Source: an optimization exercise on an open RTL-to-GDS flow (aim: small area). Production flows keep margins and buffers that such runs may drop.
The RTL was checked by simulation tests, not by an equivalence proof against the original design.

Design ecc_block, start of the top module:
module ecc_block (
    input  wire           clk,
    input  wire           rst,          
    input  wire           in_valid,
    input  wire [511:0]   in_d,         
    input  wire [111:0]   in_c,         
    input  wire [15:0]    in_v,         
    output reg            out_valid,
    output wire [47:0]    out_cls,      
    output wire [511:0]   out_d,        
    output wire [111:0]   out_c,        
    output wire [111:0]   out_syn,      
    output wire [4:0]     out_ce_cnt,   
    output wire [4:0]     out_ue_cnt    
);
    localparam integer LANES = 16;
    reg [511:0]   s1_d;
    reg [111:0]   s1_c;
    reg [15:0]    s1_v;
    always @(posedge clk) begin
        if (rst)
            out_valid <= 1'b0;
        else
            out_valid <= in_valid;
        s1_d <= in_d;
        s1_c <= in_c;
        s1_v <= in_v;
    end
    wire [15:0] ce;
    wire [15:0] ue;
    genvar g;
    generate
        for (g = 0; g < LANES; g = g + 1) begin : lane
            ecc_lane u_lane (
                .d    (s1_d[32*g +: 32]),
                .c    (s1_c[7*g +: 7]),
                .v    (s1_v[g]),
                .cls  (out_cls[3*g +: 3]),
                .data (out_d[32*g +: 32]),
                .chk  (out_c[7*g +: 7]),
                .syn  (out_syn[7*g +: 7]),
                .ce   (ce[g]),
                .ue   (ue[g])
            );
        end
    endgenerate
    reg [4:0] ce_cnt;
    reg [4:0] ue_cnt;
    integer i;
    always @* begin
        ce_cnt = 5'd0;
        ue_cnt = 5'd0;
  ...
clock: 20.0 ns
lec_check: 0
cap_margin: 20
core_area: 5 5 555 555
die_area: 0 0 560 560
slew_margin: 20
run.sh (not shown) runs the stock make flow with config.mk's settings and CLKGATE_MAP_FILE= SYNTH_SCRIPT=/design/flow/synth_recipe.tcl, a recipe that flattens the netlist after the stock synthesis.
Change:
==> flow/flow/run.sh (new file) <==
#!/bin/bash
# Own layout flow: the standard ORFS flow, with two changes.
#  1. Synthesis is the standard synthesis (synth_recipe.tcl) with a different
#     ABC mapping script (flow/abc.script, area-oriented &nf mapping); the
#     registers, their names and cells are the same.
#  2. Ports are buffered with sky130_fd_sc_hd__buf_1 instead of the cell
#     buffer_ports picks by default.
# Every step's full output goes to a log file in this folder.
set -euo pipefail
W=$PWD

# ORFS scripts with only the ABC script replaced, for synthesis.
rm -rf "$W/scripts_abc"
cp -r "$FLOW_HOME/scripts" "$W/scripts_abc"
cp "$W/flow/abc.script" "$W/scripts_abc/abc_speed.script"
cp "$W/flow/abc.script" "$W/scripts_abc/abc_area.script"

bash "$W/standard.sh" SCRIPTS_DIR="$W/scripts_abc" synth > "$W/synth.log" 2>&1

export BUFFER_PORTS_ARGS="-buffer_cell sky130_fd_sc_hd__buf_1"
bash "$W/standard.sh" > "$W/layout.log" 2>&1
==> flow/flow/abc.script (new file) <==
&get -n
&st
&dch
&nf -R 1000
&put
topo
dnsize -c
==> flow/standard.sh (new file) <==
#!/bin/bash
# synth_recipe.tcl (not shown) runs the flow's synth.tcl, then flattens the netlist and writes it again
# the make line also repeats each setting of config.mk as NAME=value (left out here)
make -C /OpenROAD-flow-scripts/flow DESIGN_CONFIG=/design/flow/config.mk WORK_HOME=/design/flow/orfs CLKGATE_MAP_FILE= SYNTH_SCRIPT=/design/flow/synth_recipe.tcl "${@:-finish}"
removed: flow/run.sh
Outcome:
- clock-buffer cell count shrinks by 6
- non-clock buffer count shrinks by 37
- die area is unchanged
- global-route usage shrinks by 0.61 points
- setup slack is better by 0.67 ns
- area after synthesis shrinks by a quarter to a third
- synthesized cell count shrinks by a quarter to a third
- via count shrinks by about a fifth
- worst hold slack is worse by 0.36 ns


Setup of job 645:
ecc_block, a different RTL version from the one above (not shown whole).
Size: roughly 5200 cells after synthesis, about 640 flip-flops, ~1400 I/O pins, roughly 42000 um2 of cells after synthesis.
==> flow/config.mk <==
export PLATFORM = sky130hd
export DESIGN_NAME = ecc_block
export DESIGN_NICKNAME = ecc_block
export VERILOG_FILES = /design/flow/design.v
export SDC_FILE = /design/flow/constraint.sdc
export NUM_CORES = 4
export LEC_CHECK = 0
export CAP_MARGIN = 20
export CORE_AREA = 5 5 445 445
export DIE_AREA = 0 0 450 450
export SLEW_MARGIN = 20
==> flow/constraint.sdc <==
create_clock -name core_clock -period 20.0 [get_ports {clk}]
set_input_delay 4.0000 -clock core_clock [delete_from_list [all_inputs] [get_ports {clk}]]
set_output_delay 4.0000 -clock core_clock [all_outputs]
set_load 0.01 [all_outputs]
standard.sh (not shown) runs the stock make flow with config.mk's settings and CLKGATE_MAP_FILE= SYNTH_SCRIPT=/design/flow/synth_recipe.tcl, a recipe that flattens the netlist after the stock synthesis.
==> flow/flow/run.sh <==
#!/bin/bash
# Own layout flow: the standard ORFS flow (standard.sh), with these changes.
#  1. Synthesis is the standard synthesis (synth_recipe.tcl, ORFS synth.tcl)
#     run with a copy of the ORFS scripts in which the ABC mapping script is
#     flow/abc.script (area-oriented &nf mapping) and extract_fa extracts
#     full adders only. Registers, their names and cells are unchanged.
#  2. Ports are buffered with sky130_fd_sc_hd__buf_1.
#  3. CTS uses the buffers in CTS_BUF from flow/cts_bufs and no dummy loads.
# Every step's full output goes to a log file in this folder.
set -euo pipefail
W=$PWD

rm -rf "$W/scripts_syn"
cp -r "$FLOW_HOME/scripts" "$W/scripts_syn"
cp "$W/flow/abc.script" "$W/scripts_syn/abc_speed.script"
cp "$W/flow/abc.script" "$W/scripts_syn/abc_area.script"
sed -i 's/^  extract_fa {\*}\[dont_use_extract_fa_args\]$/  extract_fa -fa/' "$W/scripts_syn/synth.tcl"
grep -q '^  extract_fa -fa$' "$W/scripts_syn/synth.tcl"

bash "$W/standard.sh" SCRIPTS_DIR="$W/scripts_syn" synth > "$W/synth.log" 2>&1

export BUFFER_PORTS_ARGS="-buffer_cell sky130_fd_sc_hd__buf_1"
export CTS_ARGS="-sink_clustering_enable -repair_clock_nets -dont_use_dummy_load $(cat "$W/flow/cts_args")"
bash "$W/standard.sh" > "$W/layout.log" 2>&1
==> flow/flow/abc.script <==
&get -n
&st
&dch
&nf -R 1000
&put
topo
dnsize -c
==> flow/flow/cts_args <==
-buf_list {sky130_fd_sc_hd__clkbuf_4 sky130_fd_sc_hd__clkbuf_8}
Having completed the whole flow, job 645 delivered a layout that passed the timing, design-rule and antenna checks.
diff inputs: job 645 => job 763
- a change of DIE_AREA from 0 0 450 450 to 0 0 400 400
- a change of CORE_AREA from 5 5 445 445 to 5 5 395 395
==> run notes <==
Cmp job 763 and job 645 / met3 capacity usage during global routing / lower: job 645. In the flow results for job 763 and job 645, the combined global-route utilization of all metal layers is larger on job 763. From job 645 to job 763 the numbers moved as follows: post-route fraction of the period consumed by the critical path increased by 0.36 points relative to the old numbers; first-pass GRT wire length decreased by 17 mm relative to the old numbers; cell area decreased by about 1.2% relative to the old numbers.
> inputs changed (job 763 -> job 1998)
==> flow/flow/cts_args <==
-buf_list {sky130_fd_sc_hd__clkbuf_8} -sink_clustering_size 18 -sink_clustering_max_diameter 50
Findings:
Job 763 and job 1998 ended up with nearly the same share of the cycle needed by the critical path after routing. Job 1998 against job 763: delay of the slowest cell on the worst path about even; area taken by multi-input logic gates barely changed; sequential cell count held steady; final routed wire length divided by cell count flat; shortest clock period the worst path allows after layout down 0.019 ns. Launch point of the worst path: s1_d[245] -> job 763, s1_d[228] -> job 1998. On design area: job 1998 sits below job 763.


ecc_block again, from the RTL that the note above started with.
==> flow/design.v (excerpt) <==
module ecc_block (
    input  wire           clk,
    input  wire           rst,          
    input  wire           in_valid,
    input  wire [511:0]   in_d,         
    input  wire [111:0]   in_c,         
    input  wire [15:0]    in_v,         
    output reg            out_valid,
    output wire [47:0]    out_cls,      
    output wire [511:0]   out_d,        
    output wire [111:0]   out_c,        
    output wire [111:0]   out_syn,      
    output wire [4:0]     out_ce_cnt,   
    output wire [4:0]     out_ue_cnt    
);
==> flow/config.mk <==
export PLATFORM = sky130hd
export DESIGN_NAME = ecc_block
export DESIGN_NICKNAME = ecc_block
export VERILOG_FILES = /design/flow/design.v
export SDC_FILE = /design/flow/constraint.sdc
export NUM_CORES = 4
export LEC_CHECK = 0
export CAP_MARGIN = 0
export CORE_AREA = 5 5 395 395
export DIE_AREA = 0 0 400 400
export SLEW_MARGIN = 0
==> flow/constraint.sdc <==
create_clock -name core_clock -period 20.0 [get_ports {clk}]
set_input_delay 4.0000 -clock core_clock [delete_from_list [all_inputs] [get_ports {clk}]]
set_output_delay 4.0000 -clock core_clock [all_outputs]
set_load 0.01 [all_outputs]
==> flow/flow/cts_args <==
-buf_list {sky130_fd_sc_hd__clkbuf_8} -sink_clustering_size 18 -sink_clustering_max_diameter 50
Scripts as last shown in full above: flow/flow/run.sh, flow/flow/abc.script
The starting point completed with no timing, DRC or antenna violations.
Edit:
==> flow/flow/cts_args (replaced) <==
-buf_list {sky130_fd_sc_hd__clkbuf_16} -sink_clustering_size 30 -sink_clustering_max_diameter 60
- CAP_MARGIN: 0 -> 20
- SLEW_MARGIN: 0 -> 20
After rerunning:
- synthesized area is unchanged
- cell area rises by 1.4%
- die area is unchanged

re-timing with driven ports:
In the flow no input, the clock included, has a driving cell. The finished layouts below were timed again as built, in two steps.
Step 1, drivers: a clkbuf_16 drives clk and a buf_2 each remaining input, both assumed.
Step 2 moves the port delays by t, midway between the first and last clock arrival at a register: inputs arrive t later, outputs are due t later. That takes back most of the time a late clock gives input paths.
Slacks: no drivers / after step 1 / after step 2; pairs: no drivers / after step 1.
| run | t, ns | setup WS [ns] | worst hold slack (ns) | worst setup path at the end |
|---|---|---|---|---|
| the first run of note 1 | 0.871 | 3.353 / 3.255 / 4.126 | 3.646 / 3.577 / 4.448 | register to output |
| the second run of note 1 | 0.863 | 4.021 / 3.920 / 4.783 | 3.286 / 3.211 / 4.073 | register to output |
| job 645 | 0.916 | 5.101 / 5.014 / 5.931 | 3.198 / 3.146 / 4.063 | register to output |
| job 763 | 0.913 | 5.030 / 4.951 / 5.865 | 3.208 / 3.162 / 4.076 | register to output |
| job 1998 | 0.849 | 5.049 / 4.971 / 5.820 | 3.240 / 3.189 / 4.038 | register to output |
| the first run of note 3 | 0.858 | 4.882 / 4.807 / 5.664 | 3.221 / 3.173 / 4.030 | register to output |
| the second run of note 3 | 0.734 | 5.207 / 5.125 / 5.859 | 3.381 / 3.330 / 4.064 | register to output |
After both steps every run listed still meets setup and hold.
